Context: an optimization exercise on an open-source flow, tuned for small area, a short achievable clock period and few clock cycles. The choices shown serve that exercise and are no tape-out recipe.
RTL that was checked went through simulation tests only; none was proved equivalent to the original.
Function not checked in run 1: the RTL went through the layout flow alone.
Power is estimated from default activity; no workload was simulated.

[flow/run.sh]
#!/bin/bash
# synth_recipe.tcl (not shown) runs the flow's synth.tcl, then flattens the netlist and writes it again
# the make line also repeats each setting of config.mk as NAME=value (left out here)
make -C /OpenROAD-flow-scripts/flow DESIGN_CONFIG=/design/flow/config.mk WORK_HOME=/design/flow/orfs CLKGATE_MAP_FILE= SYNTH_SCRIPT=/design/flow/synth_recipe.tcl finish
[flow/config.mk]
export PLATFORM = sky130hd
export DESIGN_NAME = loop_slot
export DESIGN_NICKNAME = loop_slot
export VERILOG_FILES = /design/flow/design.v
export SDC_FILE = /design/flow/constraint.sdc
export NUM_CORES = 4
export LEC_CHECK = 0
export CAP_MARGIN = 20
export CORE_MARGIN = 2
export CORE_UTILIZATION = 40
export SLEW_MARGIN = 20
[flow/constraint.sdc]
create_clock -name core_clock -period 18.0 [get_ports {clk}]
set_input_delay 3.6000 -clock core_clock [delete_from_list [all_inputs] [get_ports {clk}]]
set_output_delay 3.6000 -clock core_clock [all_outputs]
set_load 0.01 [all_outputs]
[flow/design.v]
module loop_slot (
    input             clk,
    input             rst,           
    input             start,
    input      [12:0] start_pc,
    input      [9:0]  sig_base,
    input      [8:0]  act_base,
    input      [127:0] params,       
    input             clear,         
    output            ready,
    output     [12:0] imem_addr,
    input      [31:0] imem_rdata,
    output     [9:0]  sig_addr,
    input      [15:0] sig_rdata,
    output reg        wr_valid,
    output reg        wr_prof,       
    output reg [8:0]  wr_addr,
    output reg [31:0] wr_data,
    output reg        done,
    output            st_sat,
    output            st_clp,
    output            st_raised,
    output            st_fe_active,
    output            st_fe_seen,
    output     [15:0] cyc_last
);
    localparam OP_NOP  = 6'h00, OP_END  = 6'h01, OP_RAISE = 6'h02, OP_LDI  = 6'h03,
               OP_MOV  = 6'h04, OP_RDS  = 6'h05, OP_RDP   = 6'h06, OP_WRA  = 6'h07,
               OP_WTG  = 6'h08, OP_ADD  = 6'h10, OP_SUB   = 6'h11, OP_ADDI = 6'h12,
               OP_MUL  = 6'h13, OP_NEG  = 6'h14, OP_ABS   = 6'h15, OP_MIN  = 6'h16,
               OP_MAX  = 6'h17, OP_CLMP = 6'h18, OP_SHL   = 6'h19, OP_SHR  = 6'h1A,
               OP_LPF  = 6'h1B, OP_CLRA = 6'h20, OP_LDA   = 6'h21, OP_MAC  = 6'h22,
               OP_MSU  = 6'h23, OP_ACCA = 6'h24, OP_SHRA  = 6'h25, OP_SATA = 6'h26,
               OP_ACLP = 6'h27, OP_SKP  = 6'h30, OP_FEL   = 6'h31;
    reg  [255:0] vregs;         
    reg  [159:0] accs;          
    reg         clp;
    reg         fe_active;
    reg         sat_run;
    reg         raised_run;
    reg         fe_seen_run;
    reg  [15:0] cyc_run;         
    reg  [127:0] par;
    reg  [9:0]  sbase;
    reg  [8:0]  abase;
    reg         busy;
    reg  [12:0] pc;              
    reg  [31:0] ir;
    reg         irv;             
    reg         lpf_ph;          
    reg  [16:0] lpf_t;           
    reg         e2_mul;          
    reg         e2_mac;          
    reg         e2_rds;          
    reg  [3:0]  e2_vd;
    reg  [1:0]  e2_an;
    reg  [40:0] e2_s, e2_c;
    reg  [9:0]  sa;              
    assign ready        = !busy;
    assign imem_addr    = pc;
    assign sig_addr     = sa;
    assign st_sat       = sat_run;
    assign st_clp       = clp;
    assign st_raised    = raised_run;
    assign st_fe_active = fe_active;
    assign st_fe_seen   = fe_seen_run;
    assign cyc_last     = cyc_run;
    wire [5:0]  op     = ir[31:26];
    wire [3:0]  f_d    = ir[25:22];
    wire [1:0]  f_n    = ir[23:22];
    wire [1:0]  f_sn   = ir[19:18];
    wire [2:0]  f_cond = ir[25:23];
    wire [3:0]  f_a    = ir[21:18];
    wire [3:0]  f_b    = ir[17:14];
    wire [15:0] f_imm  = ir[15:0];
    wire [9:0]  f_sig  = ir[9:0];
    wire [8:0]  f_act  = ir[8:0];
    wire [2:0]  f_k    = ir[2:0];
    wire [3:0]  f_sh   = ir[3:0];
    wire [4:0]  f_prof = ir[4:0];
    wire [7:0]  f_cnt  = ir[7:0];
    wire is_end  = op == OP_END;
    wire is_rais = op == OP_RAISE;
    wire is_ldi  = op == OP_LDI;
    wire is_mov  = op == OP_MOV;
    wire is_rds  = op == OP_RDS;
    wire is_rdp  = op == OP_RDP;
    wire is_wra  = op == OP_WRA;
    wire is_wtg  = op == OP_WTG;
    wire is_add  = op == OP_ADD;
    wire is_sub  = op == OP_SUB;
    wire is_addi = op == OP_ADDI;
    wire is_mul  = op == OP_MUL;
    wire is_neg  = op == OP_NEG;
    wire is_abs  = op == OP_ABS;
    wire is_min  = op == OP_MIN;
    wire is_max  = op == OP_MAX;
    wire is_clmp = op == OP_CLMP;
    wire is_shl  = op == OP_SHL;
    wire is_shr  = op == OP_SHR;
    wire is_lpf  = op == OP_LPF;
    wire is_clra = op == OP_CLRA;
    wire is_lda  = op == OP_LDA;
    wire is_mac  = op == OP_MAC;
    wire is_msu  = op == OP_MSU;
    wire is_acca = op == OP_ACCA;
    wire is_shra = op == OP_SHRA;
    wire is_sata = op == OP_SATA;
    wire is_aclp = op == OP_ACLP;
    wire is_skp  = op == OP_SKP;
    wire is_fel  = op == OP_FEL;
    wire use_a = is_mov | is_wra | is_wtg | is_add | is_sub | is_addi | is_mul | is_neg |
                 is_abs | is_min | is_max | is_clmp | is_shl | is_shr | is_lpf | is_lda |
                 is_mac | is_msu | is_acca | is_aclp | (is_skp & f_cond != 3'd6) | is_fel;
    wire use_b = is_wtg | is_add | is_sub | is_mul | is_min | is_max | is_clmp | is_lpf |
                 is_mac | is_msu | is_aclp | (is_skp & f_cond != 3'd6) | is_fel;
    wire use_d = is_clmp | is_lpf;
    wire acc_rd1 = is_acca | is_shra | is_sata | is_aclp;      
    wire acc_wr1 = is_clra | is_lda | is_acca | is_shra | is_aclp;
    wire [1:0] acc_i = is_sata ? f_sn : f_n;
    wire e2_vw = e2_mul | e2_rds;
    wire hazard = (e2_vw & ((use_a & f_a == e2_vd) | (use_b & f_b == e2_vd) |
                            (use_d & f_d == e2_vd))) |
                  (e2_mac & (acc_wr1 | (acc_rd1 & acc_i == e2_an)));
    wire go     = busy & irv & !hazard;       
    wire lpf_p1 = is_lpf & !lpf_ph;
    wire issue  = go & !lpf_p1;               
    wire signed [15:0] va = vregs[f_a*16 +: 16];
    wire signed [15:0] vb = vregs[f_b*16 +: 16];
    wire signed [15:0] vd = vregs[f_d*16 +: 16];
    wire signed [39:0] an = accs[acc_i*40 +: 40];
    wire signed [15:0] imm = f_imm;
    wire [15:0] pk = par[f_k*16 +: 16];
    wire        va_neg  = va[15];
    wire        negate  = is_neg | (is_abs & va_neg);
    wire [15:0] as_x    = negate ? 16'd0 : va;
    wire [15:0] as_y    = is_add ? vb : is_sub ? ~vb : is_addi ? imm : negate ? ~va : 16'd0;
    wire        as_ci   = is_sub | negate;
    wire [16:0] as_sum  = {as_x[15], as_x} + {as_y[15], as_y} + as_ci;
    wire        as_ovf  = as_sum[16] != as_sum[15];
    wire [15:0] as_res  = as_ovf ? (as_sum[16] ? 16'h8000 : 16'h7fff) : as_sum[15:0];
    wire a_lt_b = va < vb;
    wire a_eq_b = va == vb;
    wire d_lt_a = vd < va;
    wire b_lt_a = vb < va;
    wire b_lt_d = vb < vd;
    wire [15:0] min_res  = a_lt_b ? va : vb;
    wire [15:0] max_res  = a_lt_b ? vb : va;
    wire [15:0] clmp_lo  = d_lt_a ? va : vd;
    wire        clmp_hi  = d_lt_a ? b_lt_a : b_lt_d;
    wire [15:0] clmp_res = clmp_hi ? vb : clmp_lo;
    wire [31:0] shl_w   = {{16{va[15]}}, va} << f_sh;
    wire        shl_ovf = !((&shl_w[31:15]) | !(|shl_w[31:15]));
    wire [15:0] shl_res = shl_ovf ? (va[15] ? 16'h8000 : 16'h7fff) : shl_w[15:0];
    wire [15:0] shr_res = va >>> f_sh;
    wire [3:0]  sh_amt   = is_sata ? ~f_sh : f_sh;
    wire signed [40:0] sh_y = $signed({an, 1'b0}) >>> sh_amt;
    wire [39:0] shra_res = sh_y[40:1];
    wire        sata_fit = (&sh_y[40:17]) | !(|sh_y[40:17]);
    wire [17:0] sata_r   = {sh_y[17], sh_y[17:1]} + sh_y[0];
    wire        sata_ovf = !sata_fit | (sata_r[17:15] != 3'b000 & sata_r[17:15] != 3'b111);
    wire        sata_neg = sh_y[40];
    wire [15:0] sata_res = sata_ovf ? (sata_neg ? 16'h8000 : 16'h7fff) : sata_r[15:0];
    wire [25:0] acca_sum = {an[39], an[39:15]} + {{10{va[15]}}, va};
    wire        acca_ovf = acca_sum[25] != acca_sum[24];
    wire [39:0] acca_res = acca_ovf ? (acca_sum[25] ? 40'h80_0000_0000 : 40'h7f_ffff_ffff)
                                    : {acca_sum[24:0], an[14:0]};
    wire signed [24:0] an_hi = an[39:15];
    wire        an_lo_nz = |an[14:0];
    wire        an_lt_a  = an_hi < va;
    wire        an_gt_b  = (an_hi > vb) | ((an_hi == vb) & an_lo_nz);
    wire        aclp_hi  = an_lt_a ? b_lt_a : an_gt_b;
    wire [39:0] va_q     = {{9{va[15]}}, va, 15'd0};
    wire [39:0] vb_q     = {{9{vb[15]}}, vb, 15'd0};
    wire [39:0] aclp_res = aclp_hi ? vb_q : an_lt_a ? va_q : an;
    wire        aclp_chg = aclp_res != an;
    wire [16:0] abs_va  = va_neg ? -{va[15], va} : {va[15], va};
    wire        fe_over = $signed(abs_va) > $signed({vb[15], vb});
    reg skip;
    always @* begin
        case (f_cond)
            3'd0:    skip = a_eq_b;
            3'd1:    skip = !a_eq_b;
            3'd2:    skip = a_lt_b;
            3'd3:    skip = !a_lt_b;
            3'd4:    skip = b_lt_a;
            3'd5:    skip = !b_lt_a;
            3'd6:    skip = clp;
            default: skip = 1'b0;
        endcase
    end
    wire skip_t = issue & is_skp & skip;
    reg        w1_v;
    reg [15:0] w1_vd;
    reg        w1_a;
    reg [39:0] w1_ad;
    reg        sat1;
    always @* begin
        w1_v  = 1'b0;
        w1_vd = as_res;
        w1_a  = 1'b0;
        w1_ad = 40'd0;
        sat1  = 1'b0;
        case (op)
            OP_LDI:  begin w1_v = 1'b1; w1_vd = f_imm; end
            OP_MOV:  begin w1_v = 1'b1; w1_vd = va; end
            OP_RDP:  begin w1_v = 1'b1; w1_vd = pk; end
            OP_ADD, OP_SUB, OP_ADDI, OP_NEG, OP_ABS:
                     begin w1_v = 1'b1; w1_vd = as_res; sat1 = as_ovf; end
            OP_MIN:  begin w1_v = 1'b1; w1_vd = min_res; end
            OP_MAX:  begin w1_v = 1'b1; w1_vd = max_res; end
            OP_CLMP: begin w1_v = 1'b1; w1_vd = clmp_res; end
            OP_SHL:  begin w1_v = 1'b1; w1_vd = shl_res; sat1 = shl_ovf; end
            OP_SHR:  begin w1_v = 1'b1; w1_vd = shr_res; end
            OP_SATA: begin w1_v = 1'b1; w1_vd = sata_res; sat1 = sata_ovf; end
            OP_CLRA: begin w1_a = 1'b1; w1_ad = 40'd0; end
            OP_LDA:  begin w1_a = 1'b1; w1_ad = va_q; end
            OP_ACCA: begin w1_a = 1'b1; w1_ad = acca_res; sat1 = acca_ovf; end
            OP_SHRA: begin w1_a = 1'b1; w1_ad = shra_res; end
            OP_ACLP: begin w1_a = 1'b1; w1_ad = aclp_res; end
            default: ;
        endcase
    end
    wire we1_v = issue & w1_v;
    wire we1_a = issue & w1_a;
    wire [16:0] mul_m  = lpf_ph ? lpf_t : {va[15], va};
    wire [15:0] mul_rg = is_lpf ? vd : 16'd0;
    wire [40:0] cs_s, cs_c;
    booth_cs u_mul (
        .m(mul_m), .b(vb), .inv(is_msu), .rg(mul_rg), .rnd(is_mul | is_lpf),
        .s(cs_s), .c(cs_c)
    );
    wire [39:0] an2  = accs[e2_an*40 +: 40];
    wire [40:0] z    = e2_s + e2_c + (e2_mac ? {an2[39], an2} : 41'd0);
    wire        z16_ovf = !((&z[40:30]) | !(|z[40:30]));
    wire [15:0] z16  = z16_ovf ? (z[40] ? 16'h8000 : 16'h7fff) : z[30:15];
    wire        z40_ovf = z[40] != z[39];
    wire [39:0] z40  = z40_ovf ? (z[40] ? 40'h80_0000_0000 : 40'h7f_ffff_ffff) : z[39:0];
    wire [15:0] w2_vd = e2_rds ? sig_rdata : z16;
    wire        sat2 = (e2_mul & z16_ovf) | (e2_mac & z40_ovf);
    wire accept = !busy & start;
    wire zap    = rst | (accept & clear);
    integer i;
    always @(posedge clk) begin
        for (i = 0; i < 16; i = i + 1) begin
            if (zap)
                vregs[i*16 +: 16] <= 16'd0;
            else if (e2_vw && e2_vd == i && !(we1_v && f_d == i))
                vregs[i*16 +: 16] <= w2_vd;
            else if (we1_v && f_d == i)
                vregs[i*16 +: 16] <= w1_vd;
        end
        for (i = 0; i < 4; i = i + 1) begin
            if (zap)
                accs[i*40 +: 40] <= 40'd0;
            else if (e2_mac && e2_an == i)
                accs[i*40 +: 40] <= z40;
            else if (we1_a && f_n == i)
                accs[i*40 +: 40] <= w1_ad;
        end
    end
    always @(posedge clk) begin
        if (zap) begin
            clp       <= 1'b0;
            fe_active <= 1'b0;
        end else if (issue) begin
            if (is_aclp) clp <= aclp_chg;
            if (is_fel)  fe_active <= fe_over;
        end
    end
    always @(posedge clk) begin
        if (rst) begin
            busy     <= 1'b0;
            irv      <= 1'b0;
            lpf_ph   <= 1'b0;
            done     <= 1'b0;
            wr_valid <= 1'b0;
            e2_mul   <= 1'b0;
            e2_mac   <= 1'b0;
            e2_rds   <= 1'b0;
        end else begin
            done     <= 1'b0;
            wr_valid <= issue & (is_wra | is_wtg);
            e2_mul   <= issue & (is_mul | is_lpf);
            e2_mac   <= issue & (is_mac | is_msu);
            e2_rds   <= issue & is_rds;
            if (accept) begin
                busy <= 1'b1;
                irv  <= 1'b0;
                pc   <= start_pc;
            end else if (busy) begin
                if (issue & is_end) begin
                    busy <= 1'b0;
                    done <= 1'b1;
                    irv  <= 1'b0;
                end else if (skip_t) begin
                    pc  <= pc + f_cnt;
                    irv <= 1'b0;
                end else if (!irv || issue) begin
                    pc  <= pc + 13'd1;
                    ir  <= imem_rdata;
                    irv <= 1'b1;
                end
                if (go & is_lpf)
                    lpf_ph <= !lpf_ph;
            end
        end
    end
    always @(posedge clk) begin
        if (rst) begin
            sat_run     <= 1'b0;
            raised_run  <= 1'b0;
            fe_seen_run <= 1'b0;
            cyc_run     <= 16'd0;
        end else if (accept) begin
            sat_run     <= 1'b0;
            raised_run  <= 1'b0;
            fe_seen_run <= 1'b0;
            cyc_run     <= 16'd1;
        end else begin
            if ((issue & sat1) | sat2) sat_run <= 1'b1;
            if (issue & is_rais) raised_run <= 1'b1;
            if (issue & is_fel)  fe_seen_run <= 1'b1;
            if (issue & !is_end)
                cyc_run <= cyc_run + ((is_rds | is_wtg | is_lpf) ? 16'd2 : 16'd1);
        end
    end
    always @(posedge clk) begin
        if (accept) begin
            par   <= params;
            sbase <= sig_base;
            abase <= act_base;
        end
        if (go & lpf_p1)
            lpf_t <= {va[15], va} - {vd[15], vd};
        e2_vd <= f_d;
        e2_an <= f_n;
        e2_s  <= cs_s;
        e2_c  <= cs_c;
        sa    <= ir[21] ? f_sig + sbase : f_sig;
        wr_prof <= is_wtg;
        wr_addr <= is_wtg ? {4'd0, f_prof} : (ir[17] ? f_act + abase : f_act);
        wr_data <= is_wtg ? {va, vb} : {{16{va[15]}}, va};
    end
endmodule
module booth_cs (
    input  [16:0] m,       
    input  [15:0] b,       
    input         inv,     
    input  [15:0] rg,      
    input         rnd,     
    output [40:0] s,
    output [40:0] c
);
    wire [16:0] bx = {b, 1'b0};
    wire [17:0] m2 = {m[16], m};
    wire [18:0] m1 = {m2, 1'b0};    
    wire one0 = bx[1] ^ bx[0];
    wire two0 = (bx[2] & ~bx[1] & ~bx[0]) | (~bx[2] & bx[1] & bx[0]);
    wire one1 = bx[3] ^ bx[2];
    wire two1 = (bx[4] & ~bx[3] & ~bx[2]) | (~bx[4] & bx[3] & bx[2]);
    wire one2 = bx[5] ^ bx[4];
    wire two2 = (bx[6] & ~bx[5] & ~bx[4]) | (~bx[6] & bx[5] & bx[4]);
    wire one3 = bx[7] ^ bx[6];
    wire two3 = (bx[8] & ~bx[7] & ~bx[6]) | (~bx[8] & bx[7] & bx[6]);
    wire one4 = bx[9] ^ bx[8];
    wire two4 = (bx[10] & ~bx[9] & ~bx[8]) | (~bx[10] & bx[9] & bx[8]);
    wire one5 = bx[11] ^ bx[10];
    wire two5 = (bx[12] & ~bx[11] & ~bx[10]) | (~bx[12] & bx[11] & bx[10]);
    wire one6 = bx[13] ^ bx[12];
    wire two6 = (bx[14] & ~bx[13] & ~bx[12]) | (~bx[14] & bx[13] & bx[12]);
    wire one7 = bx[15] ^ bx[14];
    wire two7 = (bx[16] & ~bx[15] & ~bx[14]) | (~bx[16] & bx[15] & bx[14]);
    wire [7:0] ng = {bx[16], bx[14], bx[12], bx[10], bx[8], bx[6], bx[4], bx[2]} ^ {8{inv}};
    wire [17:0] t0 = (({18{one0}} & m2) | ({18{two0}} & m1[17:0])) ^ {18{ng[0]}};
    wire [17:0] t1 = (({18{one1}} & m2) | ({18{two1}} & m1[17:0])) ^ {18{ng[1]}};
    wire [17:0] t2 = (({18{one2}} & m2) | ({18{two2}} & m1[17:0])) ^ {18{ng[2]}};
    wire [17:0] t3 = (({18{one3}} & m2) | ({18{two3}} & m1[17:0])) ^ {18{ng[3]}};
    wire [17:0] t4 = (({18{one4}} & m2) | ({18{two4}} & m1[17:0])) ^ {18{ng[4]}};
    wire [17:0] t5 = (({18{one5}} & m2) | ({18{two5}} & m1[17:0])) ^ {18{ng[5]}};
    wire [17:0] t6 = (({18{one6}} & m2) | ({18{two6}} & m1[17:0])) ^ {18{ng[6]}};
    wire [17:0] t7 = (({18{one7}} & m2) | ({18{two7}} & m1[17:0])) ^ {18{ng[7]}};
    wire s1, c2, s3, c4, s5, c6, s7, c8, s9, c10, s11, c12, s13, c14, s15, c16, s17, c18, s19, c20, s21, c22, s23, c24, s25, c26, s27, c28, s29, c30, s31, c32, s33, c34, s35, c36, s37, c38, s39, c40, s41, c42, s43, c44, s45, c46, s47, c48, s49, c50, s51, c52, s53, c54, s55, c56, s57, c58, s59, c60, s61, c62, s63, c64, s65, c66, s67, c68, s69, c70, s71, c72, s73, c74, s75, c76, s77, c78, s79, c80, s81, c82, s83, c84, s85, c86, s87, c88, s89, c90, s91, c92, s93, c94, s95, c96, s97, c98, s99, c100, s101, c102, s103, c104, s105, c106, s107, c108, s109, c110, s111, c112, s113, c114, s115, c116, s117, c118, s119, c120, s121, c122, s123, c124, s125, c126, s127, c128, s129, c130, s131, c132, s133, c134, s135, c136, s137, c138, s139, c140, s141, c142, s143, c144, s145, c146, s147, c148, s149, c150, s151, c152, s153, c154, s155, c156, s157, c158, s159, c160, s161, c162, s163, c164, s165, c166, s167, c168, s169, c170, s171, c172, s173, c174, s175, c176, s177, c178, s179, c180, s181, c182, s183, c184, s185, c186, s187, c188, s189, c190, s191, c192, s193, c194, s195, c196, s197, c198, s199, c200, s201, c202, s203, c204, s205, c206, s207, c208, s209, c210, s211, c212, s213, c214, s215, c216, s217, c218, s219, c220, s221, c222, s223, c224, s225, c226, s227, c228, s229, c230, s231, c232, s233, c234, s235, c236, s237, c238, s239, c240, s241, c242, s243, c244, s245, c246, s247, c248, s249, c250, s251, c252, s253, c254, s255, c256, s257, c258, s259, c260, s261, c262, s263, c264, s265, c266, s267, c268, s269, c270;
    assign s1 = t0[14] ^ t1[12];
    assign c2 = t0[14] & t1[12];
    assign s3 = t0[15] ^ t1[13];
    assign c4 = t0[15] & t1[13];
    assign s5 = t0[16] ^ t1[14];
    assign c6 = t0[16] & t1[14];
    assign s7 = ~t0[17] ^ t1[15] ^ t2[13];
    assign c8 = (~t0[17] & t1[15]) | (~t0[17] & t2[13]) | (t1[15] & t2[13]);
    assign s9 = t1[16] ^ t2[14];
    assign c10 = t1[16] & t2[14];
    assign s11 = t0[10] ^ t1[8];
    assign c12 = t0[10] & t1[8];
    assign s13 = t0[11] ^ t1[9];
    assign c14 = t0[11] & t1[9];
    assign s15 = t0[12] ^ t1[10] ^ t2[8];
    assign c16 = (t0[12] & t1[10]) | (t0[12] & t2[8]) | (t1[10] & t2[8]);
    assign s17 = t3[6] ^ t4[4];
    assign c18 = t3[6] & t4[4];
    assign s19 = t0[13] ^ t1[11] ^ t2[9];
    assign c20 = (t0[13] & t1[11]) | (t0[13] & t2[9]) | (t1[11] & t2[9]);
    assign s21 = t3[7] ^ t4[5];
    assign c22 = t3[7] & t4[5];
    assign s23 = t2[10] ^ t3[8] ^ t4[6];
    assign c24 = (t2[10] & t3[8]) | (t2[10] & t4[6]) | (t3[8] & t4[6]);
    assign s25 = t5[4] ^ t6[2] ^ t7[0];
    assign c26 = (t5[4] & t6[2]) | (t5[4] & t7[0]) | (t6[2] & t7[0]);
    assign s27 = ng[7] ^ rnd;
    assign c28 = ng[7] & rnd;
    assign s29 = t2[11] ^ t3[9] ^ t4[7];
    assign c30 = (t2[11] & t3[9]) | (t2[11] & t4[7]) | (t3[9] & t4[7]);
    assign s31 = t5[5] ^ t6[3] ^ t7[1];
    assign c32 = (t5[5] & t6[3]) | (t5[5] & t7[1]) | (t6[3] & t7[1]);
    assign s33 = rg[0] ^ c2 ^ s3;
    assign c34 = (rg[0] & c2) | (rg[0] & s3) | (c2 & s3);
    assign s35 = t2[12] ^ t3[10] ^ t4[8];
    assign c36 = (t2[12] & t3[10]) | (t2[12] & t4[8]) | (t3[10] & t4[8]);
    assign s37 = t5[6] ^ t6[4] ^ t7[2];
    assign c38 = (t5[6] & t6[4]) | (t5[6] & t7[2]) | (t6[4] & t7[2]);
    assign s39 = rg[1] ^ c4 ^ s5;
    assign c40 = (rg[1] & c4) | (rg[1] & s5) | (c4 & s5);
    assign s41 = t3[11] ^ t4[9] ^ t5[7];
    assign c42 = (t3[11] & t4[9]) | (t3[11] & t5[7]) | (t4[9] & t5[7]);
    assign s43 = t6[5] ^ t7[3] ^ rg[2];
    assign c44 = (t6[5] & t7[3]) | (t6[5] & rg[2]) | (t7[3] & rg[2]);
    assign s45 = 1'b1 ^ c6 ^ s7;
    assign c46 = (1'b1 & c6) | (1'b1 & s7) | (c6 & s7);
    assign s47 = t3[12] ^ t4[10] ^ t5[8];
    assign c48 = (t3[12] & t4[10]) | (t3[12] & t5[8]) | (t4[10] & t5[8]);
    assign s49 = t6[6] ^ t7[4] ^ rg[3];
    assign c50 = (t6[6] & t7[4]) | (t6[6] & rg[3]) | (t7[4] & rg[3]);
    assign s51 = 1'b1 ^ c8 ^ s9;
    assign c52 = (1'b1 & c8) | (1'b1 & s9) | (c8 & s9);
    assign s53 = ~t1[17] ^ t2[15] ^ t3[13];
    assign c54 = (~t1[17] & t2[15]) | (~t1[17] & t3[13]) | (t2[15] & t3[13]);
    assign s55 = t4[11] ^ t5[9] ^ t6[7];
    assign c56 = (t4[11] & t5[9]) | (t4[11] & t6[7]) | (t5[9] & t6[7]);
    assign s57 = t7[5] ^ rg[4] ^ c10;
    assign c58 = (t7[5] & rg[4]) | (t7[5] & c10) | (rg[4] & c10);
    assign s59 = t2[16] ^ t3[14] ^ t4[12];
    assign c60 = (t2[16] & t3[14]) | (t2[16] & t4[12]) | (t3[14] & t4[12]);
    assign s61 = t5[10] ^ t6[8] ^ t7[6];
    assign c62 = (t5[10] & t6[8]) | (t5[10] & t7[6]) | (t6[8] & t7[6]);
    assign s63 = rg[5] ^ 1'b1;
    assign c64 = rg[5] & 1'b1;
    assign s65 = ~t2[17] ^ t3[15] ^ t4[13];
    assign c66 = (~t2[17] & t3[15]) | (~t2[17] & t4[13]) | (t3[15] & t4[13]);
    assign s67 = t5[11] ^ t6[9] ^ t7[7];
    assign c68 = (t5[11] & t6[9]) | (t5[11] & t7[7]) | (t6[9] & t7[7]);
    assign s69 = t3[16] ^ t4[14] ^ t5[12];
    assign c70 = (t3[16] & t4[14]) | (t3[16] & t5[12]) | (t4[14] & t5[12]);
    assign s71 = t6[10] ^ t7[8];
    assign c72 = t6[10] & t7[8];
    assign s73 = ~t3[17] ^ t4[15] ^ t5[13];
    assign c74 = (~t3[17] & t4[15]) | (~t3[17] & t5[13]) | (t4[15] & t5[13]);
    assign s75 = t4[16] ^ t5[14];
    assign c76 = t4[16] & t5[14];
    assign s77 = t0[6] ^ t1[4];
    assign c78 = t0[6] & t1[4];
    assign s79 = t0[7] ^ t1[5];
    assign c80 = t0[7] & t1[5];
    assign s81 = t0[8] ^ t1[6] ^ t2[4];
    assign c82 = (t0[8] & t1[6]) | (t0[8] & t2[4]) | (t1[6] & t2[4]);
    assign s83 = t3[2] ^ t4[0];
    assign c84 = t3[2] & t4[0];
    assign s85 = t0[9] ^ t1[7] ^ t2[5];
    assign c86 = (t0[9] & t1[7]) | (t0[9] & t2[5]) | (t1[7] & t2[5]);
    assign s87 = t3[3] ^ t4[1];
    assign c88 = t3[3] & t4[1];
    assign s89 = t2[6] ^ t3[4] ^ t4[2];
    assign c90 = (t2[6] & t3[4]) | (t2[6] & t4[2]) | (t3[4] & t4[2]);
    assign s91 = t5[0] ^ ng[5] ^ s11;
    assign c92 = (t5[0] & ng[5]) | (t5[0] & s11) | (ng[5] & s11);
    assign s93 = t2[7] ^ t3[5] ^ t4[3];
    assign c94 = (t2[7] & t3[5]) | (t2[7] & t4[3]) | (t3[5] & t4[3]);
    assign s95 = t5[1] ^ c12 ^ s13;
    assign c96 = (t5[1] & c12) | (t5[1] & s13) | (c12 & s13);
    assign s97 = t5[2] ^ t6[0] ^ ng[6];
    assign c98 = (t5[2] & t6[0]) | (t5[2] & ng[6]) | (t6[0] & ng[6]);
    assign s99 = c14 ^ s15 ^ s17;
    assign c100 = (c14 & s15) | (c14 & s17) | (s15 & s17);
    assign s101 = t5[3] ^ t6[1] ^ c16;
    assign c102 = (t5[3] & t6[1]) | (t5[3] & c16) | (t6[1] & c16);
    assign s103 = c18 ^ s19 ^ s21;
    assign c104 = (c18 & s19) | (c18 & s21) | (s19 & s21);
    assign s105 = s1 ^ c20 ^ c22;
    assign c106 = (s1 & c20) | (s1 & c22) | (c20 & c22);
    assign s107 = s23 ^ s25 ^ s27;
    assign c108 = (s23 & s25) | (s23 & s27) | (s25 & s27);
    assign s109 = c24 ^ c26 ^ c28;
    assign c110 = (c24 & c26) | (c24 & c28) | (c26 & c28);
    assign s111 = s29 ^ s31 ^ s33;
    assign c112 = (s29 & s31) | (s29 & s33) | (s31 & s33);
    assign s113 = c30 ^ c32 ^ c34;
    assign c114 = (c30 & c32) | (c30 & c34) | (c32 & c34);
    assign s115 = s35 ^ s37 ^ s39;
    assign c116 = (s35 & s37) | (s35 & s39) | (s37 & s39);
    assign s117 = c36 ^ c38 ^ c40;
    assign c118 = (c36 & c38) | (c36 & c40) | (c38 & c40);
    assign s119 = s41 ^ s43 ^ s45;
    assign c120 = (s41 & s43) | (s41 & s45) | (s43 & s45);
    assign s121 = c42 ^ c44 ^ c46;
    assign c122 = (c42 & c44) | (c42 & c46) | (c44 & c46);
    assign s123 = s47 ^ s49 ^ s51;
    assign c124 = (s47 & s49) | (s47 & s51) | (s49 & s51);
    assign s125 = c48 ^ c50 ^ c52;
    assign c126 = (c48 & c50) | (c48 & c52) | (c50 & c52);
    assign s127 = s53 ^ s55 ^ s57;
    assign c128 = (s53 & s55) | (s53 & s57) | (s55 & s57);
    assign s129 = c54 ^ c56 ^ c58;
    assign c130 = (c54 & c56) | (c54 & c58) | (c56 & c58);
    assign s131 = s59 ^ s61 ^ s63;
    assign c132 = (s59 & s61) | (s59 & s63) | (s61 & s63);
    assign s133 = rg[6] ^ c60 ^ c62;
    assign c134 = (rg[6] & c60) | (rg[6] & c62) | (c60 & c62);
    assign s135 = c64 ^ s65 ^ s67;
    assign c136 = (c64 & s65) | (c64 & s67) | (s65 & s67);
    assign s137 = rg[7] ^ 1'b1 ^ c66;
    assign c138 = (rg[7] & 1'b1) | (rg[7] & c66) | (1'b1 & c66);
    assign s139 = c68 ^ s69 ^ s71;
    assign c140 = (c68 & s69) | (c68 & s71) | (s69 & s71);
    assign s141 = t6[11] ^ t7[9] ^ rg[8];
    assign c142 = (t6[11] & t7[9]) | (t6[11] & rg[8]) | (t7[9] & rg[8]);
    assign s143 = c70 ^ c72 ^ s73;
    assign c144 = (c70 & c72) | (c70 & s73) | (c72 & s73);
    assign s145 = t6[12] ^ t7[10] ^ rg[9];
    assign c146 = (t6[12] & t7[10]) | (t6[12] & rg[9]) | (t7[10] & rg[9]);
    assign s147 = 1'b1 ^ c74 ^ s75;
    assign c148 = (1'b1 & c74) | (1'b1 & s75) | (c74 & s75);
    assign s149 = ~t4[17] ^ t5[15] ^ t6[13];
    assign c150 = (~t4[17] & t5[15]) | (~t4[17] & t6[13]) | (t5[15] & t6[13]);
    assign s151 = t7[11] ^ rg[10] ^ c76;
    assign c152 = (t7[11] & rg[10]) | (t7[11] & c76) | (rg[10] & c76);
    assign s153 = t5[16] ^ t6[14] ^ t7[12];
    assign c154 = (t5[16] & t6[14]) | (t5[16] & t7[12]) | (t6[14] & t7[12]);
    assign s155 = rg[11] ^ 1'b1;
    assign c156 = rg[11] & 1'b1;
    assign s157 = ~t5[17] ^ t6[15] ^ t7[13];
    assign c158 = (~t5[17] & t6[15]) | (~t5[17] & t7[13]) | (t6[15] & t7[13]);
    assign s159 = t6[16] ^ t7[14];
    assign c160 = t6[16] & t7[14];
    assign s161 = t0[4] ^ t1[2];
    assign c162 = t0[4] & t1[2];
    assign s163 = t0[5] ^ t1[3];
    assign c164 = t0[5] & t1[3];
    assign s165 = t2[2] ^ t3[0] ^ ng[3];
    assign c166 = (t2[2] & t3[0]) | (t2[2] & ng[3]) | (t3[0] & ng[3]);
    assign s167 = t2[3] ^ t3[1] ^ c78;
    assign c168 = (t2[3] & t3[1]) | (t2[3] & c78) | (t3[1] & c78);
    assign s169 = ng[4] ^ c80 ^ s81;
    assign c170 = (ng[4] & c80) | (ng[4] & s81) | (c80 & s81);
    assign s171 = c82 ^ c84 ^ s85;
    assign c172 = (c82 & c84) | (c82 & s85) | (c84 & s85);
    assign s173 = c86 ^ c88 ^ s89;
    assign c174 = (c86 & c88) | (c86 & s89) | (c88 & s89);
    assign s175 = c90 ^ c92 ^ s93;
    assign c176 = (c90 & c92) | (c90 & s93) | (c92 & s93);
    assign s177 = c94 ^ c96 ^ s97;
    assign c178 = (c94 & c96) | (c94 & s97) | (c96 & s97);
    assign s179 = c98 ^ c100 ^ s101;
    assign c180 = (c98 & c100) | (c98 & s101) | (c100 & s101);
    assign s181 = c102 ^ c104 ^ s105;
    assign c182 = (c102 & c104) | (c102 & s105) | (c104 & s105);
    assign s183 = c106 ^ c108 ^ s109;
    assign c184 = (c106 & c108) | (c106 & s109) | (c108 & s109);
    assign s185 = c110 ^ c112 ^ s113;
    assign c186 = (c110 & c112) | (c110 & s113) | (c112 & s113);
    assign s187 = c114 ^ c116 ^ s117;
    assign c188 = (c114 & c116) | (c114 & s117) | (c116 & s117);
    assign s189 = c118 ^ c120 ^ s121;
    assign c190 = (c118 & c120) | (c118 & s121) | (c120 & s121);
    assign s191 = c122 ^ c124 ^ s125;
    assign c192 = (c122 & c124) | (c122 & s125) | (c124 & s125);
    assign s193 = c126 ^ c128 ^ s129;
    assign c194 = (c126 & c128) | (c126 & s129) | (c128 & s129);
    assign s195 = c130 ^ c132 ^ s133;
    assign c196 = (c130 & c132) | (c130 & s133) | (c132 & s133);
    assign s197 = c134 ^ c136 ^ s137;
    assign c198 = (c134 & c136) | (c134 & s137) | (c136 & s137);
    assign s199 = c138 ^ c140 ^ s141;
    assign c200 = (c138 & c140) | (c138 & s141) | (c140 & s141);
    assign s201 = c142 ^ c144 ^ s145;
    assign c202 = (c142 & c144) | (c142 & s145) | (c144 & s145);
    assign s203 = c146 ^ c148 ^ s149;
    assign c204 = (c146 & c148) | (c146 & s149) | (c148 & s149);
    assign s205 = c150 ^ c152 ^ s153;
    assign c206 = (c150 & c152) | (c150 & s153) | (c152 & s153);
    assign s207 = rg[12] ^ c154 ^ c156;
    assign c208 = (rg[12] & c154) | (rg[12] & c156) | (c154 & c156);
    assign s209 = rg[13] ^ 1'b1 ^ c158;
    assign c210 = (rg[13] & 1'b1) | (rg[13] & c158) | (1'b1 & c158);
    assign s211 = ~t6[17] ^ t7[15] ^ rg[14];
    assign c212 = (~t6[17] & t7[15]) | (~t6[17] & rg[14]) | (t7[15] & rg[14]);
    assign s213 = t0[2] ^ t1[0];
    assign c214 = t0[2] & t1[0];
    assign s215 = t0[3] ^ t1[1];
    assign c216 = t0[3] & t1[1];
    assign s217 = t2[0] ^ ng[2] ^ s161;
    assign c218 = (t2[0] & ng[2]) | (t2[0] & s161) | (ng[2] & s161);
    assign s219 = t2[1] ^ c162 ^ s163;
    assign c220 = (t2[1] & c162) | (t2[1] & s163) | (c162 & s163);
    assign s221 = s77 ^ c164 ^ s165;
    assign c222 = (s77 & c164) | (s77 & s165) | (c164 & s165);
    assign s223 = s79 ^ c166 ^ s167;
    assign c224 = (s79 & c166) | (s79 & s167) | (c166 & s167);
    assign s225 = s83 ^ c168 ^ s169;
    assign c226 = (s83 & c168) | (s83 & s169) | (c168 & s169);
    assign s227 = s87 ^ c170 ^ s171;
    assign c228 = (s87 & c170) | (s87 & s171) | (c170 & s171);
    assign s229 = s91 ^ c172 ^ s173;
    assign c230 = (s91 & c172) | (s91 & s173) | (c172 & s173);
    assign s231 = s95 ^ c174 ^ s175;
    assign c232 = (s95 & c174) | (s95 & s175) | (c174 & s175);
    assign s233 = s99 ^ c176 ^ s177;
    assign c234 = (s99 & c176) | (s99 & s177) | (c176 & s177);
    assign s235 = s103 ^ c178 ^ s179;
    assign c236 = (s103 & c178) | (s103 & s179) | (c178 & s179);
    assign s237 = s107 ^ c180 ^ s181;
    assign c238 = (s107 & c180) | (s107 & s181) | (c180 & s181);
    assign s239 = s111 ^ c182 ^ s183;
    assign c240 = (s111 & c182) | (s111 & s183) | (c182 & s183);
    assign s241 = s115 ^ c184 ^ s185;
    assign c242 = (s115 & c184) | (s115 & s185) | (c184 & s185);
    assign s243 = s119 ^ c186 ^ s187;
    assign c244 = (s119 & c186) | (s119 & s187) | (c186 & s187);
    assign s245 = s123 ^ c188 ^ s189;
    assign c246 = (s123 & c188) | (s123 & s189) | (c188 & s189);
    assign s247 = s127 ^ c190 ^ s191;
    assign c248 = (s127 & c190) | (s127 & s191) | (c190 & s191);
    assign s249 = s131 ^ c192 ^ s193;
    assign c250 = (s131 & c192) | (s131 & s193) | (c192 & s193);
    assign s251 = s135 ^ c194 ^ s195;
    assign c252 = (s135 & c194) | (s135 & s195) | (c194 & s195);
    assign s253 = s139 ^ c196 ^ s197;
    assign c254 = (s139 & c196) | (s139 & s197) | (c196 & s197);
    assign s255 = s143 ^ c198 ^ s199;
    assign c256 = (s143 & c198) | (s143 & s199) | (c198 & s199);
    assign s257 = s147 ^ c200 ^ s201;
    assign c258 = (s147 & c200) | (s147 & s201) | (c200 & s201);
    assign s259 = s151 ^ c202 ^ s203;
    assign c260 = (s151 & c202) | (s151 & s203) | (c202 & s203);
    assign s261 = s155 ^ c204 ^ s205;
    assign c262 = (s155 & c204) | (s155 & s205) | (c204 & s205);
    assign s263 = s157 ^ c206 ^ s207;
    assign c264 = (s157 & c206) | (s157 & s207) | (c206 & s207);
    assign s265 = s159 ^ c208 ^ s209;
    assign c266 = (s159 & c208) | (s159 & s209) | (c208 & s209);
    assign s267 = c160 ^ c210 ^ s211;
    assign c268 = (c160 & c210) | (c160 & s211) | (c210 & s211);
    assign s269 = t7[16] ^ ~rg[15] ^ c212;
    assign c270 = (t7[16] & ~rg[15]) | (t7[16] & c212) | (~rg[15] & c212);
    assign s = {1'b1, 1'b1, 1'b1, 1'b1, 1'b1, 1'b1, 1'b1, 1'b1, 1'b1, ~t7[17], c268, c266, c264, c262, c260, c258, c256, c254, c252, c250, c248, c246, c244, c242, c240, c238, c236, c234, c232, c230, c228, c226, c224, c222, c220, c218, c216, c214, ng[1], t0[1], t0[0]};
    assign c = {1'b0, 1'b0, 1'b0, 1'b0, 1'b0, 1'b0, 1'b0, 1'b0, 1'b0, c270, s269, s267, s265, s263, s261, s259, s257, s255, s253, s251, s249, s247, s245, s243, s241, s239, s237, s235, s233, s231, s229, s227, s225, s223, s221, s219, s217, s215, s213, 1'b0, ng[0]};
endmodule
==> results of run 1 <==
[synthesized netlist by cell type, drive strengths merged (76+ instances only)]
library cell,n,area share [%]
a22oi,147,1.7
inv,262,1.5
xnor2,226,3.1
dfxtp,564,17
a211oi,90,1.1
edfxtp,209,9.6
ha,282,5.4
clkbuf,462,2.7
and2,81,0.78
a21oi,410,3.2
nand3,165,1.3
nand2,668,3.9
o211ai,296,3.4
buf,134,1.2
o21ai,488,3.8
fa,113,3.5
a221oi,76,1.0
nor2,666,3.9
a31oi,77,0.75
mux2i,127,2.0
o32ai,240,4.2
xor2,140,1.9
a21o,94,1.1
mux4,351,12
[cells by family (layout without fill, tap and decap cells)]
| logic type | after synthesis | in the layout | share of synthesized area, % |
|---|---|---|---|
| AOI/OAI and AO/OA | 2290 | 2290 | 25.2 |
| xor gates and xnor gates | 366 | 366 | 4.94 |
| adders and majority gates | 418 | 418 | 9.24 |
| buffers and inverters | 865 | 964 | 5.38 |
| DFF | 773 | 773 | 27.0 |
| muxes | 520 | 520 | 14.8 |
| other | 1 | 12 | 0.00576 |
| and+or+nand+nor | 1956 | 1956 | 13.5 |
[critical path: stages, from the launching register on]
cell and delay (ns):
sky130_fd_sc_hd__edfxtp_1 0.86, sky130_fd_sc_hd__and4bb_1 0.28, sky130_fd_sc_hd__buf_4 0.26, sky130_fd_sc_hd__nand2_2 0.06
sky130_fd_sc_hd__buf_4 0.28, sky130_fd_sc_hd__nand2_2 0.57, sky130_fd_sc_hd__buf_4 0.65, sky130_fd_sc_hd__nand2_1 0.10
sky130_fd_sc_hd__and3_1 0.20, sky130_fd_sc_hd__a21oi_1 0.60, sky130_fd_sc_hd__ha_1 0.39, sky130_fd_sc_hd__inv_1 0.07
sky130_fd_sc_hd__a21oi_1 0.16, sky130_fd_sc_hd__o21bai_1 0.10, sky130_fd_sc_hd__a2111oi_0 0.49, sky130_fd_sc_hd__o21ai_0 0.26
sky130_fd_sc_hd__o31ai_1 0.50, sky130_fd_sc_hd__a31oi_4 0.13, sky130_fd_sc_hd__buf_4 0.30, sky130_fd_sc_hd__o211ai_1 0.32
sky130_fd_sc_hd__nand2_1 0.72, sky130_fd_sc_hd__o21ai_1 0.59, sky130_fd_sc_hd__o22ai_1 0.25, sky130_fd_sc_hd__a221oi_1 0.60
sky130_fd_sc_hd__o221a_2 0.30, sky130_fd_sc_hd__nor2_1 0.03
[power by group through the flow]
stage / sequential, mW / combinational [mW] / clock (mW)
floorplan: 1.88 / 0.510 / 0
global route: 1.85 / 0.928 / 2.13
global placement: 1.89 / 0.854 / 0
finish: 1.85 / 0.894 / 2.06
detailed placement: 1.89 / 0.857 / 0
CTS: 1.85 / 0.861 / 2.07
[cell type report]
type                    instances  area (sq um)
fillers                     15600         88300
multi-input cells            5551         44500
flip-flops and latches        773         17600
repair buffers                524          4770
well taps                    2175          2720
clock buffers                 115          2550
inverters                     269          1010
clock inverters                56           719
diodes                         11          27.5
[state kept, by name (all words and copies together), names as in the netlist, 17 cells and up]
signal and count:
vregs 256, e2_s 32, accs 160, wr_data 32
ir 32, lpf_t 17, par 128, e2_c 31
[worst max path at each step]
stage / end / slack (ns) / cells after the start
3_3_place_gp: accs[36] / 8.94 / 25
2_1_floorplan: pc[10] / 9.09 / 4
4_1_cts: clp / 8.88 / 24
5_1_grt: accs[76] / 8.19 / 25
6_report: accs[76] / 8.69 / 25
3_5_place_dp: clp / 8.89 / 24
[per-layer routing]
| metal | vias up | global-route usage [%] | wire (microns) | share of wire [%] |
|---|---|---|---|---|
| li1 | 27300 | - | - | - |
| met1 | 31600 | 46.8 | 119000 | 36 |
| met2 | 4780 | 57.2 | 141000 | 43 |
| met3 | 1367 | 10.0 | 36900 | 11 |
| met4 | 10 | 28.6 | 29900 | 9.1 |
| met5 | - | 0 | 61 | 0.019 |
==> impl_metrics.ini, run 1 <==
[status]
status = complete, no violations

[clock_tree]
number_of_clock_sinks_seen_by_cts = 773
post_cts_setup_repair_bufs = 0
ctsHtreeMaxLevel = 3
cts.hold.buffers_added = 0
cts_made_buffers = 94
worst_skew_pair.late_latency_ns = 0.78
clock_tree.root_cell = sky130_fd_sc_hd__clkbuf_16
clock_tree.buffer_depth = 3
postCtsResizedCells = 0
clkTransAtPathRegs_ns = 0.06
cts_tree = built

[critical_path]
cp_data_arrival_time_ns = 9.92
cp.required_ns = 18.60
worstPathMaxFanout = 53
worst_r2r_path_depth = 25
critPathLaunch = ir[28]
worst_case_register_to_register_setup_slack_ns = 8.69
rr_endpoint = accs[76]
startpoint_types = register
crit_path_end_kind = register
critical_path_class = reg2reg
rr_startpoint = ir[28]

[min_path]
hold_path_class = reg2reg
worst_hold_startpoint = cyc_run[6]
worstHoldEndpoint = cyc_run[6]
hold-path-cell-count = 2

[timing]
fmax_mhz = 107
finalWorstPathRequiredPeriod_ns = 9.31
final-hold-violation-count = 0
slew_headroom_pct = 12.2
setup_violations = 0
timing.final.max_slew_violations = 0
timing.final.ws_setup_ns = 8.69
worst_hold_slack_ns = 0.514
finalSetupTns_ns = 0
finalClockSkew_ns = 0.0609
final_min_period_over_clock_period_pct = 51.7
timing_worst_slew_pin_value_ns = 1.32
rsz0062_at_grt = no

[synth]
synth_cell_types = 115
asyncSetResetFlopFracSynth_pct = 0
syn_nets = 7796
ys_ff_latch = 773
ys_dominant_reg_cell = sky130_fd_sc_hd__dfxtp_1
synth_area_sq_um = 65200
seq_area_frac_synth_pct = 27.0
ys_warnings = 1
synth_edf_count = 209
synth_cells = 7189
postSynthAreaPerCell_sq_um = 9.06

[global_routing]
global_route.overflow_total = 0
grt_antenna_before_repair = 17
grt.total_usage_pct = 38.1
grt_pass1_vias = 61500
first_pass_grt_wire_length_microns = 462000
grt_start_max_net_pins = 237

[floorplan]
placeable_core_region_sq_um = 162000
die_width_microns = 408
num_rows = 148
initial_utilization_pct = 40.2
boundaryPins = 301
floorplan.die_area_sq_um = 166000
floorplan.die.height_microns = 408

[power_and_ir_drop]
power.clock.fraction_pct = 42.9
combinationalPowerShare_pct = 18.6
totalPowerFinal_mw = 4.81
power.net_switching_mw = 1.53
p_leak_nw = 26.7
p_per_area_nw_per_um2 = 65.0
share_seq_of_total_power_pct = 38.5
power_report.internal_total_mw = 3.28
power.share.switching_pct = 31.8
worst_case_vdd_ir_drop_uv = 92.0

[detailed_routing]
wl_per_cell_microns = 34.6
vias_after_detailed_routing = 65000
drt.antenna.violating_nets = 0
detail_route.vias_per_cell = 6.86
totalWireLength_microns = 328000
first_pass_iters = 6
route.detailed.drc = 0
detail_route.iter0.violations = 10200

[final_layout]
final_cell_area_sq_um = 73900
nNetsFinal = 7820
fin_util_pct = 45.6
mostFrequentLayoutCells = sky130_fd_sc_hd__nand2_1 (658), sky130_fd_sc_hd__nor2_1 (642), sky130_fd_sc_hd__dfxtp_1 (561), sky130_fd_sc_hd__o21ai_0 (438), sky130_fd_sc_hd__a21oi_1 (399)
layout.cells.most_common = sky130_fd_sc_hd__nand2_1
fin_cells = 9474
area_delta_synth_final_pct = 13.5
drive_above_1_share_pct = 14.2

[place]
io_buffers = 300
gp_congestion = 1.05
dp_slack_ns = 8.89
post-dp-hpwl_microns = 233000
placedCellCount = 9288
dpl-instance-area_sq_um = 70600

[flow_run]
timing.max_cap.violations = 0
==> run 2: changes to the inputs <==
--- a/flow/design.v
+++ b/flow/design.v
@@ -46,13 +46,15 @@
     reg         busy;
     reg  [12:0] pc;              
     reg  [31:0] ir;
+    reg  [15:0] sel_a, sel_b, sel_d;    
     reg         irv;             
     reg         lpf_ph;          
     reg  [16:0] lpf_t;           
     reg         e2_mul;          
-    reg         e2_mac;          
+    reg         e2_aw;           
+    reg  [39:0] e2_anv;          
     reg         e2_rds;          
-    reg  [3:0]  e2_vd;
+    reg  [15:0] e2_vd;           
     reg  [1:0]  e2_an;
     reg  [40:0] e2_s, e2_c;
     reg  [9:0]  sa;              
@@ -115,19 +117,31 @@
     wire use_b = is_wtg | is_add | is_sub | is_mul | is_min | is_max | is_clmp | is_lpf |
                  is_mac | is_msu | is_aclp | (is_skp & f_cond != 3'd6) | is_fel;
     wire use_d = is_clmp | is_lpf;
-    wire acc_rd1 = is_acca | is_shra | is_sata | is_aclp;      
-    wire acc_wr1 = is_clra | is_lda | is_acca | is_shra | is_aclp;
+    wire acc_e1  = is_shra | is_aclp;               
+    wire acc_e2  = is_mac | is_msu | is_acca | is_lda | is_clra;    
     wire [1:0] acc_i = is_sata ? f_sn : f_n;
     wire e2_vw = e2_mul | e2_rds;
-    wire hazard = (e2_vw & ((use_a & f_a == e2_vd) | (use_b & f_b == e2_vd) |
-                            (use_d & f_d == e2_vd))) |
-                  (e2_mac & (acc_wr1 | (acc_rd1 & acc_i == e2_an)));
+    wire hazard = (e2_vw & ((use_a & |(sel_a & e2_vd)) | (use_b & |(sel_b & e2_vd)) |
+                            (use_d & |(sel_d & e2_vd)))) |
+                  (e2_aw & (acc_e1 | is_sata) & acc_i == e2_an);
     wire go     = busy & irv & !hazard;       
     wire lpf_p1 = is_lpf & !lpf_ph;
     wire issue  = go & !lpf_p1;               
-    wire signed [15:0] va = vregs[f_a*16 +: 16];
-    wire signed [15:0] vb = vregs[f_b*16 +: 16];
-    wire signed [15:0] vd = vregs[f_d*16 +: 16];
+    reg  [15:0] va_r, vb_r, vd_r;
+    integer k;
+    always @* begin
+        va_r = 16'd0;
+        vb_r = 16'd0;
+        vd_r = 16'd0;
+        for (k = 0; k < 16; k = k + 1) begin
+            va_r = va_r | ({16{sel_a[k]}} & vregs[k*16 +: 16]);
+            vb_r = vb_r | ({16{sel_b[k]}} & vregs[k*16 +: 16]);
+            vd_r = vd_r | ({16{sel_d[k]}} & vregs[k*16 +: 16]);
+        end
+    end
+    wire signed [15:0] va = va_r;
+    wire signed [15:0] vb = vb_r;
+    wire signed [15:0] vd = vd_r;
     wire signed [39:0] an = accs[acc_i*40 +: 40];
     wire signed [15:0] imm = f_imm;
     wire [15:0] pk = par[f_k*16 +: 16];
@@ -154,17 +168,14 @@
     wire [15:0] shl_res = shl_ovf ? (va[15] ? 16'h8000 : 16'h7fff) : shl_w[15:0];
     wire [15:0] shr_res = va >>> f_sh;
     wire [3:0]  sh_amt   = is_sata ? ~f_sh : f_sh;
-    wire signed [40:0] sh_y = $signed({an, 1'b0}) >>> sh_amt;
+    wire signed [40:0] sh_x = {an, 1'b0};
+    wire signed [40:0] sh_y = sh_x >>> sh_amt;
     wire [39:0] shra_res = sh_y[40:1];
     wire        sata_fit = (&sh_y[40:17]) | !(|sh_y[40:17]);
     wire [17:0] sata_r   = {sh_y[17], sh_y[17:1]} + sh_y[0];
     wire        sata_ovf = !sata_fit | (sata_r[17:15] != 3'b000 & sata_r[17:15] != 3'b111);
     wire        sata_neg = sh_y[40];
     wire [15:0] sata_res = sata_ovf ? (sata_neg ? 16'h8000 : 16'h7fff) : sata_r[15:0];
-    wire [25:0] acca_sum = {an[39], an[39:15]} + {{10{va[15]}}, va};
-    wire        acca_ovf = acca_sum[25] != acca_sum[24];
-    wire [39:0] acca_res = acca_ovf ? (acca_sum[25] ? 40'h80_0000_0000 : 40'h7f_ffff_ffff)
-                                    : {acca_sum[24:0], an[14:0]};
     wire signed [24:0] an_hi = an[39:15];
     wire        an_lo_nz = |an[14:0];
     wire        an_lt_a  = an_hi < va;
@@ -174,8 +185,9 @@
     wire [39:0] vb_q     = {{9{vb[15]}}, vb, 15'd0};
     wire [39:0] aclp_res = aclp_hi ? vb_q : an_lt_a ? va_q : an;
     wire        aclp_chg = aclp_res != an;
-    wire [16:0] abs_va  = va_neg ? -{va[15], va} : {va[15], va};
-    wire        fe_over = $signed(abs_va) > $signed({vb[15], vb});
+    wire signed [16:0] abs_va = va_neg ? -{va[15], va} : {va[15], va};
+    wire signed [16:0] vb17   = {vb[15], vb};
+    wire        fe_over = abs_va > vb17;
     reg skip;
     always @* begin
         case (f_cond)
@@ -190,6 +202,7 @@
         endcase
     end
     wire skip_t = issue & is_skp & skip;
+    wire e1_late = is_mul | is_lpf | is_rds | acc_e2;      
     reg        w1_v;
     reg [15:0] w1_vd;
     reg        w1_a;
@@ -213,9 +226,6 @@
             OP_SHL:  begin w1_v = 1'b1; w1_vd = shl_res; sat1 = shl_ovf; end
             OP_SHR:  begin w1_v = 1'b1; w1_vd = shr_res; end
             OP_SATA: begin w1_v = 1'b1; w1_vd = sata_res; sat1 = sata_ovf; end
-            OP_CLRA: begin w1_a = 1'b1; w1_ad = 40'd0; end
-            OP_LDA:  begin w1_a = 1'b1; w1_ad = va_q; end
-            OP_ACCA: begin w1_a = 1'b1; w1_ad = acca_res; sat1 = acca_ovf; end
             OP_SHRA: begin w1_a = 1'b1; w1_ad = shra_res; end
             OP_ACLP: begin w1_a = 1'b1; w1_ad = aclp_res; end
             default: ;
@@ -223,37 +233,48 @@
     end
     wire we1_v = issue & w1_v;
     wire we1_a = issue & w1_a;
-    wire [16:0] mul_m  = lpf_ph ? lpf_t : {va[15], va};
-    wire [15:0] mul_rg = is_lpf ? vd : 16'd0;
+    wire        m_zero = is_acca | is_lda | is_clra;
+    wire [16:0] mul_m  = lpf_ph ? lpf_t : m_zero ? 17'd0 : {va[15], va};
+    wire [15:0] mul_rg = is_lpf ? vd : (is_acca | is_lda) ? va : 16'd0;
     wire [40:0] cs_s, cs_c;
     booth_cs u_mul (
         .m(mul_m), .b(vb), .inv(is_msu), .rg(mul_rg), .rnd(is_mul | is_lpf),
         .s(cs_s), .c(cs_c)
     );
-    wire [39:0] an2  = accs[e2_an*40 +: 40];
-    wire [40:0] z    = e2_s + e2_c + (e2_mac ? {an2[39], an2} : 41'd0);
+    wire [40:0] z_a  = {e2_anv[39], e2_anv};
+    wire [40:0] z_x  = e2_s ^ e2_c ^ z_a;                        
+    wire [40:0] z_y  = (e2_s & e2_c) | (e2_s & z_a) | (e2_c & z_a);
+    wire [40:0] z    = z_x + {z_y[39:0], 1'b0};
     wire        z16_ovf = !((&z[40:30]) | !(|z[40:30]));
     wire [15:0] z16  = z16_ovf ? (z[40] ? 16'h8000 : 16'h7fff) : z[30:15];
     wire        z40_ovf = z[40] != z[39];
     wire [39:0] z40  = z40_ovf ? (z[40] ? 40'h80_0000_0000 : 40'h7f_ffff_ffff) : z[39:0];
     wire [15:0] w2_vd = e2_rds ? sig_rdata : z16;
-    wire        sat2 = (e2_mul & z16_ovf) | (e2_mac & z40_ovf);
+    wire        sat2 = (e2_mul & z16_ovf) | (e2_aw & z40_ovf);
+    integer i;
     wire accept = !busy & start;
+    reg  [12:0] pc_inc;
+    integer j;
+    always @* begin
+        pc_inc[0] = !pc[0];
+        for (j = 1; j < 13; j = j + 1)
+            pc_inc[j] = pc[j] ^ (&(pc | ~((13'd1 << j) - 13'd1)));
+    end
+    wire [12:0] pc_skp = pc + {5'd0, f_cnt};
     wire zap    = rst | (accept & clear);
-    integer i;
     always @(posedge clk) begin
         for (i = 0; i < 16; i = i + 1) begin
             if (zap)
                 vregs[i*16 +: 16] <= 16'd0;
-            else if (e2_vw && e2_vd == i && !(we1_v && f_d == i))
+            else if (e2_vw && e2_vd[i] && !(we1_v && sel_d[i]))
                 vregs[i*16 +: 16] <= w2_vd;
-            else if (we1_v && f_d == i)
+            else if (we1_v && sel_d[i])
                 vregs[i*16 +: 16] <= w1_vd;
         end
         for (i = 0; i < 4; i = i + 1) begin
             if (zap)
                 accs[i*40 +: 40] <= 40'd0;
-            else if (e2_mac && e2_an == i)
+            else if (e2_aw && e2_an == i)
                 accs[i*40 +: 40] <= z40;
             else if (we1_a && f_n == i)
                 accs[i*40 +: 40] <= w1_ad;
@@ -272,17 +293,16 @@
         if (rst) begin
             busy     <= 1'b0;
             irv      <= 1'b0;
-            lpf_ph   <= 1'b0;
             done     <= 1'b0;
             wr_valid <= 1'b0;
             e2_mul   <= 1'b0;
-            e2_mac   <= 1'b0;
+            e2_aw    <= 1'b0;
             e2_rds   <= 1'b0;
         end else begin
             done     <= 1'b0;
             wr_valid <= issue & (is_wra | is_wtg);
             e2_mul   <= issue & (is_mul | is_lpf);
-            e2_mac   <= issue & (is_mac | is_msu);
+            e2_aw    <= issue & acc_e2;
             e2_rds   <= issue & is_rds;
             if (accept) begin
                 busy <= 1'b1;
@@ -294,18 +314,28 @@
                     done <= 1'b1;
                     irv  <= 1'b0;
                 end else if (skip_t) begin
-                    pc  <= pc + f_cnt;
+                    pc  <= pc_skp;
                     irv <= 1'b0;
                 end else if (!irv || issue) begin
-                    pc  <= pc + 13'd1;
+                    pc  <= pc_inc;
                     ir  <= imem_rdata;
+                    sel_a <= 16'd1 << imem_rdata[21:18];
+                    sel_b <= 16'd1 << imem_rdata[17:14];
+                    sel_d <= 16'd1 << imem_rdata[25:22];
                     irv <= 1'b1;
+                    if (imem_rdata[31:26] == OP_END && !(irv && e1_late)) begin
+                        busy <= 1'b0;
+                        done <= 1'b1;
+                    end
                 end
-                if (go & is_lpf)
-                    lpf_ph <= !lpf_ph;
             end
         end
     end
+    always @(posedge clk)
+        if (rst)
+            lpf_ph <= 1'b0;
+        else if (go & is_lpf)
+            lpf_ph <= !lpf_ph;
     always @(posedge clk) begin
         if (rst) begin
             sat_run     <= 1'b0;
@@ -331,10 +361,14 @@
             sbase <= sig_base;
             abase <= act_base;
         end
+        e2_vd <= sel_d;
         if (go & lpf_p1)
             lpf_t <= {va[15], va} - {vd[15], vd};
-        e2_vd <= f_d;
         e2_an <= f_n;
+        if (is_mac | is_msu | is_acca)
+            e2_anv <= (e2_aw && e2_an == f_n) ? z40 : an;
+        else
+            e2_anv <= 40'd0;
         e2_s  <= cs_s;
         e2_c  <= cs_c;
         sa    <= ir[21] ? f_sig + sbase : f_sig;
==> flow/flow/run.sh (new file) <==
#!/bin/bash
# Standard synthesis and layout; timing repair aims for more setup slack than the
# constraint needs, so that the layout reaches a shorter period.
set -euo pipefail
bash standard.sh synth > synth.log 2>&1
bash standard.sh SETUP_SLACK_MARGIN=12 finish > layout.log 2>&1
==> flow/standard.sh (new file) <==
#!/bin/bash
# synth_recipe.tcl (not shown) runs the flow's synth.tcl, then flattens the netlist and writes it again
# the make line also repeats each setting of config.mk as NAME=value (left out here)
make -C /OpenROAD-flow-scripts/flow DESIGN_CONFIG=/design/flow/config.mk WORK_HOME=/design/flow/orfs CLKGATE_MAP_FILE= SYNTH_SCRIPT=/design/flow/synth_recipe.tcl "${@:-finish}"
removed: flow/run.sh
==> run 2 against run 1 <==
Effect of this change:
- wire length increased by 7.7%
- sequential share of layout area increased by 2.3 points
- final cell count increased by 2.8%
- non-clock buffer count increased by 305
- total power increased by 50%
- critical path depth decreased by 5
- clock skew increased by 0.027 ns
- utilization increased by 3.5 points
- setup slack improved by 3.3 ns
- critical path type unchanged
==> impl_metrics.ini, run 2 <==
[timing]
worst_hold_slack_ns = 0.485
timing_worst_slew_pin_value_ns = 1.25
finalWorstPathRequiredPeriod_ns = 6.03
finalClockSkew_ns = 0.0883
fmax_mhz = 166
timing.final.max_slew_violations = 0
timing.final.ws_setup_ns = 11.97
final_min_period_over_clock_period_pct = 33.5
setup_violations = 0
slew_headroom_pct = 16.2
final-hold-violation-count = 0
finalSetupTns_ns = 0
rsz0062_at_grt = yes

[final_layout]
flip_flop_count_of_the_largest_register_after_layout = 256
top_register = vregs
area_delta_synth_final_pct = 21.8
drive_above_1_share_pct = 16.2
reg.largest.list = vregs x256, accs x160, par x128
filler_cell_count = 14900
layout.cells.most_common = sky130_fd_sc_hd__nand2_1
nNetsFinal = 8170
mostFrequentLayoutCells = sky130_fd_sc_hd__nand2_1 (698), sky130_fd_sc_hd__a21oi_1 (645), sky130_fd_sc_hd__dfxtp_1 (618), sky130_fd_sc_hd__nor2_1 (484), sky130_fd_sc_hd__a22oi_1 (457)
fin_cells = 9739

[power_and_ir_drop]
p_per_area_nw_per_um2 = 93.7
p_leak_nw = 28.8
worst_case_vdd_ir_drop_uv = 127
combinationalPowerShare_pct = 39.3
power.clock.fraction_pct = 30.6
totalPowerFinal_mw = 7.19
share_seq_of_total_power_pct = 30.0
power.net_switching_mw = 2.98
power_report.internal_total_mw = 4.21
power.share.switching_pct = 41.4

[critical_path]
worstPathMaxFanout = 23
cpLargestDelayFamily = simple AND/OR/NAND/NOR gates
crit_path_cell_trace = and4bb_1 -> buf_12 -> buf_4 -> nand3_4 -> nand2_4 -> buf_6 -> nor2_4 -> a32oi_1 -> nand2_1 -> mux4_2 -> a21oi_4 -> nand3_1 -> nor2_2 -> a31oi_1 -> and4b_1 -> buf_12 -> nor4_4 -> o41ai_4 -> buf_2 -> a21oi_1
critical-path-top-cell-by-count = sky130_fd_sc_hd__buf_12
slowest_stage = sky130_fd_sc_hd__mux4_2
critPathBufInv = 5
cp.required_ns = 18.67
startpoint_types = register
crit_path_end_kind = register
critPathMaxStageDelay_ns = 0.55
critical_path_class = reg2reg
cp_data_arrival_time_ns = 6.70

[clock_tree]
number_of_clock_sinks_seen_by_cts = 873
worst_skew_pair.late_latency_ns = 0.80
cts_tree = built
clkTransAtPathRegs_ns = 0.06
clock_tree.buffer_depth = 3
cts_made_buffers = 104
ctsHtreeMaxLevel = 3
clock_tree.root_cell = sky130_fd_sc_hd__clkbuf_16

[floorplan]
die_width_microns = 401
initial_utilization_pct = 40.3
floorplan.die.height_microns = 401
num_rows = 145
boundaryPins = 301
floorplan.die_area_sq_um = 161000
placeable_core_region_sq_um = 156000

[min_path]
hold_path_class = reg2reg

[synth]
netlist_top_cells_count = sky130_fd_sc_hd__nand2_1 (719), sky130_fd_sc_hd__a21oi_1 (667), sky130_fd_sc_hd__dfxtp_1 (618)
synthMostInstantiatedCell = sky130_fd_sc_hd__nand2_1
synth_cells = 7224
postSynthAreaPerCell_sq_um = 8.72
top_cells_by_area_in_the_synthesized_netlist = sky130_fd_sc_hd__dfxtp_1 (20%), sky130_fd_sc_hd__edfxtp_1 (12%), sky130_fd_sc_hd__a22oi_1 (5.6%), sky130_fd_sc_hd__a21oi_1 (5.3%), sky130_fd_sc_hd__fa_1 (4.5%)
ys_dominant_reg_cell = sky130_fd_sc_hd__dfxtp_1
seq_area_frac_synth_pct = 31.8
syn_nets = 7807
netlist.top_cell.by_area = sky130_fd_sc_hd__dfxtp_1
synth_area_sq_um = 63000
synth_edf_count = 255
asyncSetResetFlopFracSynth_pct = 0
synth_cell_types = 128
ys_ff_latch = 873
ys_warnings = 1
share_of_the_synthesized_area_in_the_top_cell_type_pct = 19.6

[detailed_routing]
vias_after_detailed_routing = 68100
route.detailed.drc = 0
met2WireLength_microns = 141000
drt.antenna.violating_nets = 0
wirelength_met1_microns = 131000
maxUsedRoutingLayer = met5
detail_route.iter0.violations = 12000
wl_met3_microns = 51400
detail_route.vias_per_cell = 6.99
wl_per_cell_microns = 36.2
first_pass_iters = 11
totalWireLength_microns = 353000

[global_routing]
global_route.overflow_total = 0
grt_start_max_net_pins = 85
grt.total_usage_pct = 41.6
grt_antenna_before_repair = 25
first_pass_grt_wire_length_microns = 482000
grt_pass1_vias = 62900

[place]
io_buffers = 300
placedCellCount = 9291
post-dp-hpwl_microns = 238000
dp_slack_ns = 9.65
gp_congestion = 1.07

[status]
status = complete, no violations

[flow_run]
timing.max_cap.violations = 0
[run 2: cell count changes in the layout (fill, tap and decap cells not counted), sizes merged, moves of 137 or more]
cell / change
o211ai: -246
mux4: -291
buf: +289
a22oi: +323
o32ai: -219
o21ai: -170
nor2: -137
a21oi: +280
[run 2: cells by family after synthesis]
logic type	after synthesis	share of synthesized area, %
AO/OA/AOI/OAI	2608	28.8
AND/OR/NAND/NOR	1982	14.5
flip-flops	873	31.8
buffers and inverters	809	5.80
adder cells (fa/ha/maj)	394	9.44
XOR/XNOR	304	4.23
multiplexers	253	5.34
other	1	0.00596
[run 2: power groups by stage]
stage	combinational (mW)	sequential (mW)	clock (mW)
final	2.83	2.16	2.20
after global routing	2.90	2.17	2.29
after CTS	2.55	2.16	2.21
after detailed placement	2.41	2.20	0
after global placement	2.41	2.20	0
after floorplan	1.34	2.19	0
[run 2: per-stage QoR]
stage,instance area [sq um],utilization [%]
6_report,76700,49.1
5_1_grt,76700,49.1
4_1_cts,74000,47.3
3_5_place_dp,68500,43.8
3_3_place_gp,68400,43.8
2_1_floorplan,63000,-
[run 2: final timing paths]
| path | end | cells past startpoint | slack (ns) | startpoint |
|---|---|---|---|---|
| max | vregs[243] | 20 | 11.97 | ir[29] |
| max reg2reg | vregs[243] | 20 | 11.97 | ir[29] |
| min reg2reg | fe_seen_run | 2 | 0.48 | fe_seen_run |
| min | fe_seen_run | 2 | 0.48 | fe_seen_run |
[run 2: per-layer routing]
metal  vias up  global-route usage (%)
li1      27900                       -
met1     32800                    52.7
met2      5737                    58.5
met3      1569                    16.4
met4        42                    26.1
met5         -                   0.565
[run 2: layout make-up]
cell class                 count  area (sq um)  share of cell area, %
tap                         2058          2570                   3.36
inverter                     231           961                   1.25
timing repair buffer         829          8440                   11.0
clock inverter                62           702                  0.915
sequential                   873         20000                   26.1
clock buffer                 134          2820                   3.67
antenna                        4          10.0                 0.0130
multi-input combinational   5548         41200                   53.7
[run 2: worst reg2reg max path: stages, from the launching register on]
cell and delay [ns]:
sky130_fd_sc_hd__edfxtp_1 0.47, sky130_fd_sc_hd__and4bb_1 0.36, sky130_fd_sc_hd__buf_12 0.17, sky130_fd_sc_hd__buf_4 0.16, sky130_fd_sc_hd__nand3_4 0.17, sky130_fd_sc_hd__nand2_4 0.29
sky130_fd_sc_hd__buf_6 0.32, sky130_fd_sc_hd__nor2_4 0.15, sky130_fd_sc_hd__a32oi_1 0.41, sky130_fd_sc_hd__nand2_1 0.16, sky130_fd_sc_hd__mux4_2 0.55, sky130_fd_sc_hd__a21oi_4 0.40
sky130_fd_sc_hd__nand3_1 0.27, sky130_fd_sc_hd__nor2_2 0.32, sky130_fd_sc_hd__a31oi_1 0.15, sky130_fd_sc_hd__and4b_1 0.32, sky130_fd_sc_hd__buf_12 0.20, sky130_fd_sc_hd__nor4_4 0.10
sky130_fd_sc_hd__o41ai_4 0.44, sky130_fd_sc_hd__buf_2 0.37, sky130_fd_sc_hd__a21oi_1 0.11
[run 2: repair_timing]
action / 4_1_cts / 5_1_grt
endpoints found under the setup margin: 517 / 493
hold buffers: 0 / 0
pin swaps: 35 / 60
cloned: 9 / 13
gates resized for setup: 224 / 296
setup buffers: 84 / 142
Testbench counts of run 2, summed over its fixed seeds: cycles 159,414.

Re-timed with assumed drivers on the ports (clkbuf_16 on the clock, buf_2 on other inputs), run 2 has 11.967 ns of setup slack against 11.967 ns with ideal ports, and 11.254 ns once port delays also move by the mid clock arrival of 0.848 ns.
